This is an optimization exercise on Yosys and OpenROAD, whose aim is small area, a short achievable clock period and few clock cycles per item, not a production implementation. The RTL was checked by simulation tests, not by an equivalence proof against the original design.

==> build 32 <==
Design ustep_ref, start of the top module:
module ustep_ref (
    input  wire               clk,
    input  wire               rst,
    input  wire               in_valid,
    output wire               in_ready,
    input  wire        [25:0] in_pos,         
    input  wire        [1:0]  in_target,      
    input  wire        [11:0] in_run,
    input  wire        [11:0] in_hold,
    input  wire        [11:0] in_boost,
    input  wire        [7:0]  in_slew,
    input  wire               in_reverse,
    input  wire        [9:0]  in_phase_ofs,
    output reg                out_valid,
    output reg  signed [15:0] out_iref1,
    output reg  signed [15:0] out_iref2,
    output reg         [11:0] out_scale
);
    assign in_ready = 1'b1;
    reg [11:0] target_scale;
    always @(*) begin
        case (in_target)
            2'd1:    target_scale = in_hold;
            2'd2:    target_scale = in_run;
            2'd3:    target_scale = (in_boost == 12'd0) ? in_run : in_boost;
            default: target_scale = 12'd0;
        endcase
    end
    reg        s0_valid;
    reg [13:0] s0_pos;        
    reg        s0_cin;        
    reg [9:0]  s0_ofs;
    reg [11:0] s0_tscale;
    reg        s0_off;
    reg [7:0]  s0_slew;
    always @(posedge clk) begin
        if (rst)
            s0_valid <= 1'b0;
        else
            s0_valid <= in_valid;
        s0_pos    <= in_reverse ? ~in_pos[25:12] : in_pos[25:12];
        s0_cin    <= in_reverse & (in_pos[11:0] == 12'd0);
        s0_ofs    <= in_phase_ofs;
        s0_tscale <= target_scale;
        s0_off    <= (in_target == 2'd0);
        s0_slew   <= in_slew;
    end
    reg        energised;
    reg [11:0] eff_scale;
    wire [12:0] eff_up   = {1'b0, eff_scale} + {5'd0, s0_slew};
    wire [12:0] eff_down = {1'b0, eff_scale} - {5'd0, s0_slew};
    reg [11:0] next_scale;
    always @(*) begin
        if (s0_off)
            next_scale = 12'd0;
        else if (!energised || s0_slew == 8'd0)
            next_scale = s0_tscale;
        else if (s0_tscale > eff_scale)
            next_scale = (eff_up >= {1'b0, s0_tscale}) ? s0_tscale : eff_up[11:0];
  ...
==> module ustep_ref, before the edit <==
module ustep_ref (
    input  wire               clk,
    input  wire               rst,
    input  wire               in_valid,
    output wire               in_ready,
    input  wire        [25:0] in_pos,         
    input  wire        [1:0]  in_target,      
    input  wire        [11:0] in_run,
    input  wire        [11:0] in_hold,
    input  wire        [11:0] in_boost,
    input  wire        [7:0]  in_slew,
    input  wire               in_reverse,
    input  wire        [9:0]  in_phase_ofs,
    output reg                out_valid,
    output reg  signed [15:0] out_iref1,
    output reg  signed [15:0] out_iref2,
    output reg         [11:0] out_scale
);
    assign in_ready = 1'b1;
    reg [11:0] target_scale;
    always @(*) begin
        case (in_target)
            2'd1:    target_scale = in_hold;
            2'd2:    target_scale = in_run;
            2'd3:    target_scale = (in_boost == 12'd0) ? in_run : in_boost;
            default: target_scale = 12'd0;
        endcase
    end
    reg        s0_valid;
    reg [13:0] s0_pos;        
    reg        s0_cin;        
    reg [9:0]  s0_ofs;
    reg [11:0] s0_tscale;
    reg        s0_off;
    reg [7:0]  s0_slew;
    always @(posedge clk) begin
        if (rst)
            s0_valid <= 1'b0;
        else
            s0_valid <= in_valid;
        s0_pos    <= in_reverse ? ~in_pos[25:12] : in_pos[25:12];
        s0_cin    <= in_reverse & (in_pos[11:0] == 12'd0);
        s0_ofs    <= in_phase_ofs;
        s0_tscale <= target_scale;
        s0_off    <= (in_target == 2'd0);
        s0_slew   <= in_slew;
    end
    reg        energised;
    reg [11:0] eff_scale;
    wire [12:0] eff_up   = {1'b0, eff_scale} + {5'd0, s0_slew};
    wire [12:0] eff_down = {1'b0, eff_scale} - {5'd0, s0_slew};
    reg [11:0] next_scale;
    always @(*) begin
        if (s0_off)
            next_scale = 12'd0;
        else if (!energised || s0_slew == 8'd0)
            next_scale = s0_tscale;
        else if (s0_tscale > eff_scale)
            next_scale = (eff_up >= {1'b0, s0_tscale}) ? s0_tscale : eff_up[11:0];
        else if (s0_tscale < eff_scale)
            next_scale = (eff_down[12] || eff_down[11:0] <= s0_tscale) ? s0_tscale
                                                                        : eff_down[11:0];
        else
            next_scale = eff_scale;
    end
    always @(posedge clk) begin
        if (rst) begin
            energised <= 1'b0;
            eff_scale <= 12'd0;
        end else if (s0_valid) begin
            energised <= !s0_off;
            eff_scale <= next_scale;
        end
    end
    wire [14:0] pos_c = {s0_pos, 1'b1} + {s0_ofs, 4'd0, s0_cin};
    wire [13:0] x     = pos_c[14:1];
    wire [7:0]  m1 = x[11:4] ^ {8{x[12]}};
    wire [14:0] q1, q2;
    wire [7:0]  d1, d2;
    ustep_sine_q rom_q1 (.addr(m1),  .q(q1));
    ustep_sine_q rom_q2 (.addr(~m1), .q(q2));
    ustep_sine_d rom_d1 (.addr(m1),  .d(d1));
    ustep_sine_d rom_d2 (.addr(~m1), .d(d2));
    reg        s1_valid;
    reg [1:0]  s1_quad;
    reg [3:0]  s1_f;
    reg [14:0] s1_q1, s1_q2;
    reg [7:0]  s1_d1, s1_d2;
    always @(posedge clk) begin
        if (rst)
            s1_valid <= 1'b0;
        else
            s1_valid <= s0_valid;
        s1_quad <= x[13:12];
        s1_f    <= x[3:0];
        s1_q1   <= q1;
        s1_q2   <= q2;
        s1_d1   <= d1;
        s1_d2   <= d2;
    end
    wire [1:0]  quad = s1_quad;
    wire [4:0]  f    = {1'b0, s1_f};
    wire [4:0]  g1   = quad[0] ? 5'd16 - f : f;
    wire [4:0]  g2   = quad[0] ? f : 5'd16 - f;
    wire [18:0] v1   = {s1_q1, 4'd0} + s1_d1 * g1 + 19'd8;
    wire [18:0] v2   = {s1_q2, 4'd0} + s1_d2 * g2 + 19'd8;
    wire        n1   = quad[1];
    wire        n2   = quad[1] ^ quad[0];
    reg               s2_valid;
    reg [14:0]        s2_w1, s2_w2;    
    reg               s2_n1, s2_n2;
    reg [11:0]        s2_scale;
    always @(posedge clk) begin
        if (rst)
            s2_valid <= 1'b0;
        else
            s2_valid <= s1_valid;
        s2_w1    <= v1[18:4] ^ {15{n1}};
        s2_w2    <= v2[18:4] ^ {15{n2}};
        s2_n1    <= n1;
        s2_n2    <= n2;
        s2_scale <= eff_scale;
    end
    wire [15:0] i1, i2;
    ustep_scale scale_1 (.e(s2_scale), .w(s2_w1), .neg(s2_n1), .iref(i1));
    ustep_scale scale_2 (.e(s2_scale), .w(s2_w2), .neg(s2_n2), .iref(i2));
    always @(posedge clk) begin
        if (rst)
            out_valid <= 1'b0;
        else
            out_valid <= s2_valid;
        out_iref1 <= i1;
        out_iref2 <= i2;
        out_scale <= s2_scale;
    end
endmodule
==> flow/config.mk <==
export PLATFORM = sky130hd
export DESIGN_NAME = ustep_ref
export DESIGN_NICKNAME = ustep_ref
export VERILOG_FILES = /design/flow/design.v
export SDC_FILE = /design/flow/constraint.sdc
export NUM_CORES = 4
export LEC_CHECK = 0
export ABC_AREA = 1
export CAP_MARGIN = 20
export CORE_MARGIN = 2
export CORE_UTILIZATION = 55
export SLEW_MARGIN = 60
export SYNTH_MEMORY_MAX_BITS = 65536
==> flow/constraint.sdc <==
create_clock -name core_clock -period 22.0 [get_ports {clk}]
set_input_delay 4.4000 -clock core_clock [delete_from_list [all_inputs] [get_ports {clk}]]
set_output_delay 4.4000 -clock core_clock [all_outputs]
set_load 0.01 [all_outputs]
run.sh (not shown) runs the stock make flow with config.mk's settings and CLKGATE_MAP_FILE= SYNTH_SCRIPT=/design/flow/synth_recipe.tcl, a recipe that flattens the netlist after the stock synthesis.
==> build 86: changes against build 32 <==
--- a/flow/design.v
+++ b/flow/design.v
@@ -607,16 +607,13 @@
     wire [14:0] pos_c = {s0_pos, 1'b1} + {s0_ofs, 4'd0, s0_cin};
     wire [13:0] x     = pos_c[14:1];
-    wire [7:0]  m1 = x[11:4] ^ {8{x[12]}};
-    wire [14:0] q1, q2;
-    wire [7:0]  d1, d2;
-    ustep_sine_q rom_q1 (.addr(m1),  .q(q1));
-    ustep_sine_q rom_q2 (.addr(~m1), .q(q2));
-    ustep_sine_d rom_d1 (.addr(m1),  .d(d1));
-    ustep_sine_d rom_d2 (.addr(~m1), .d(d2));
+    wire [4:0]  f     = {1'b0, x[3:0]};
+    wire [7:0] d_sin, d_cos;
+    ustep_sine_d rom_d_sin (.addr(x[11:4]),  .d(d_sin));
+    ustep_sine_d rom_d_cos (.addr(~x[11:4]), .d(d_cos));
+    wire [12:0] p_sin = d_sin * f + 13'd8;
+    wire [12:0] p_cos = d_cos * (5'd16 - f) + 13'd8;
     reg        s1_valid;
-    reg [1:0]  s1_quad;
-    reg [3:0]  s1_f;
-    reg [14:0] s1_q1, s1_q2;
-    reg [7:0]  s1_d1, s1_d2;
+    reg [13:4] s1_x;
+    reg [7:0]  s1_step_sin, s1_step_cos;
     always @(posedge clk) begin
         if (rst)
@@ -624,19 +621,19 @@
         else
             s1_valid <= s0_valid;
-        s1_quad <= x[13:12];
-        s1_f    <= x[3:0];
-        s1_q1   <= q1;
-        s1_q2   <= q2;
-        s1_d1   <= d1;
-        s1_d2   <= d2;
+        s1_x        <= x[13:4];
+        s1_step_sin <= p_sin[11:4];
+        s1_step_cos <= p_cos[11:4];
     end
-    wire [1:0]  quad = s1_quad;
-    wire [4:0]  f    = {1'b0, s1_f};
-    wire [4:0]  g1   = quad[0] ? 5'd16 - f : f;
-    wire [4:0]  g2   = quad[0] ? f : 5'd16 - f;
-    wire [18:0] v1   = {s1_q1, 4'd0} + s1_d1 * g1 + 19'd8;
-    wire [18:0] v2   = {s1_q2, 4'd0} + s1_d2 * g2 + 19'd8;
-    wire        n1   = quad[1];
-    wire        n2   = quad[1] ^ quad[0];
+    wire [1:0] quad  = s1_x[13:12];
+    wire [7:0] m1    = s1_x[11:4] ^ {8{quad[0]}};
+    wire [7:0] step1 = quad[0] ? s1_step_cos : s1_step_sin;
+    wire [7:0] step2 = quad[0] ? s1_step_sin : s1_step_cos;
+    wire [14:0] q1, q2;
+    ustep_sine_q rom_q1 (.addr(m1),  .q(q1));
+    ustep_sine_q rom_q2 (.addr(~m1), .q(q2));
+    wire [14:0] v1 = q1 + step1;
+    wire [14:0] v2 = q2 + step2;
+    wire        n1 = quad[1];
+    wire        n2 = quad[1] ^ quad[0];
     reg               s2_valid;
     reg [14:0]        s2_w1, s2_w2;    
@@ -648,6 +645,6 @@
         else
             s2_valid <= s1_valid;
-        s2_w1    <= v1[18:4] ^ {15{n1}};
-        s2_w2    <= v2[18:4] ^ {15{n2}};
+        s2_w1    <= v1 ^ {15{n1}};
+        s2_w2    <= v2 ^ {15{n2}};
         s2_n1    <= n1;
         s2_n2    <= n2;
- CORE_UTILIZATION: 55 -> 30
==> trial 52: changes against build 32 <==
--- a/flow/design.v
+++ b/flow/design.v
@@ -550,18 +550,12 @@
 );
     assign in_ready = 1'b1;
-    reg [11:0] target_scale;
-    always @(*) begin
-        case (in_target)
-            2'd1:    target_scale = in_hold;
-            2'd2:    target_scale = in_run;
-            2'd3:    target_scale = (in_boost == 12'd0) ? in_run : in_boost;
-            default: target_scale = 12'd0;
-        endcase
-    end
+    wire [11:0] target_sel = in_target[1] ? (in_target[0] ? in_boost : in_run) : in_hold;
+    wire        boost_run  = (in_target == 2'd3) && (in_boost == 12'd0);
     reg        s0_valid;
     reg [13:0] s0_pos;        
     reg        s0_cin;        
     reg [9:0]  s0_ofs;
-    reg [11:0] s0_tscale;
+    reg [11:0] s0_tsel;       
+    reg [11:0] s0_trun;       
     reg        s0_off;
     reg [7:0]  s0_slew;
@@ -574,5 +568,6 @@
         s0_cin    <= in_reverse & (in_pos[11:0] == 12'd0);
         s0_ofs    <= in_phase_ofs;
-        s0_tscale <= target_scale;
+        s0_tsel   <= target_sel;
+        s0_trun   <= in_run & {12{boost_run}};
         s0_off    <= (in_target == 2'd0);
         s0_slew   <= in_slew;
@@ -580,4 +575,5 @@
     reg        energised;
     reg [11:0] eff_scale;
+    wire [11:0] s0_tscale = s0_tsel | s0_trun;
     wire [12:0] eff_up   = {1'b0, eff_scale} + {5'd0, s0_slew};
     wire [12:0] eff_down = {1'b0, eff_scale} - {5'd0, s0_slew};
==> flow/flow/run.sh (new file) <==
#!/bin/bash
# The standard layout (standard.sh), with one change: the input and
# output port buffers are buf_2 cells instead of buffer_ports' default pick
# (clkdlybuf4s50_1), which is larger and slower. The whole ORFS output goes
# to standard.log in the work folder.
set -euo pipefail
export BUFFER_PORTS_ARGS="-buffer_cell sky130_fd_sc_hd__buf_2"
bash standard.sh > standard.log 2>&1
==> flow/standard.sh (new file) <==
#!/bin/bash
# synth_recipe.tcl (not shown) runs the flow's synth.tcl, then flattens the netlist and writes it again
# the make line also repeats each setting of config.mk as NAME=value (left out here)
make -C /OpenROAD-flow-scripts/flow DESIGN_CONFIG=/design/flow/config.mk WORK_HOME=/design/flow/orfs CLKGATE_MAP_FILE= SYNTH_SCRIPT=/design/flow/synth_recipe.tcl "${@:-finish}"
- CORE_UTILIZATION: 55 -> 40
- CTS_CLUSTER_DIAMETER: not set -> 150
- CTS_CLUSTER_SIZE: not set -> 20
removed: flow/run.sh
==> metrics.md <==
| Metric | Value |
|---|---|
| Outcome | no timing/DRC/antenna violations |
| Hpwl dp | ~90 mm |
| Worst path arrival time | approximately 6.3 ns |
| Most frequent cells in the layout | nand2_1 (1324), inv_1 (592), nand3_1 (332), nor2_1 (308), xor2_1 (282) |
| WP depth | 6 |
| Total GRT Usage | 0.412 |
(the above is from build 32)
==> metrics.md <==
| Metric | Value |
|---|---|
| Outcome | no timing/DRC/antenna violations |
| M2 GR Usage | 0.381 |
| Total GRT Usage | 0.253 |
| Placed Area | about 32000 sq um |
| Layout Cell Area excl Fill | about 33000 sq um |
| Mapped Cells | around 4.4k |
| Worst path arrival time | 7.45 ns |
(the above is from build 86)
==> metrics.md <==
| Metric | Value |
|---|---|
| Outcome | no timing/DRC/antenna violations |
| Total GRT Usage | 0.313 |
| Hpwl dp | between 90 and 100 mm |
| Most frequent cells in the layout | nand2_1 (1303), inv_1 (585), nor2_1 (355), nand3_1 (342), xor2_1 (284) |
| Worst path arrival time | just under 6 ns |
| WP depth | 6 |
| Final period utilization | 0.250 |
(the above is from trial 52)
Testbench counts of build 32, summed over its fixed seeds: cycles 24,032, items 24,000.
Testbench counts of build 86, summed over its fixed seeds: cycles 24,032, items 24,000.
Testbench counts of trial 52, summed over its fixed seeds: cycles 24,032, items 24,000.

[afterwards: timing with drivers on the ports]
The flow's constraints put no driver on any port. The routed layouts listed below were extracted and timed again, unchanged, in two steps.
Step 1: set_driving_cell puts a clkbuf_16 on clk and a buf_2 on each other input, an assumption about the parent block.
Step 2 moves the port delays by t, midway between the first and last clock arrival at a register: inputs arrive t later, outputs are due t later. That takes back most of the time a late clock gives input paths.
Slacks: ideal ports / drivers / drivers and shift; pairs: ideal ports / drivers.
run	t (ns)	setup slack, ns	worst slew at a driven data input, ns
build 32	0.621	16.082 / 16.101 / 15.503	0.04
build 86	0.577	14.994 / 14.994 / 14.994	0.06
trial 52	0.590	16.508 / 16.446 / 15.966	0.09
After both steps setup and hold are still met in every run listed. The setup slack of build 32, which loses most, moves by +0.019 ns with the drivers and by -0.579 ns with both steps.
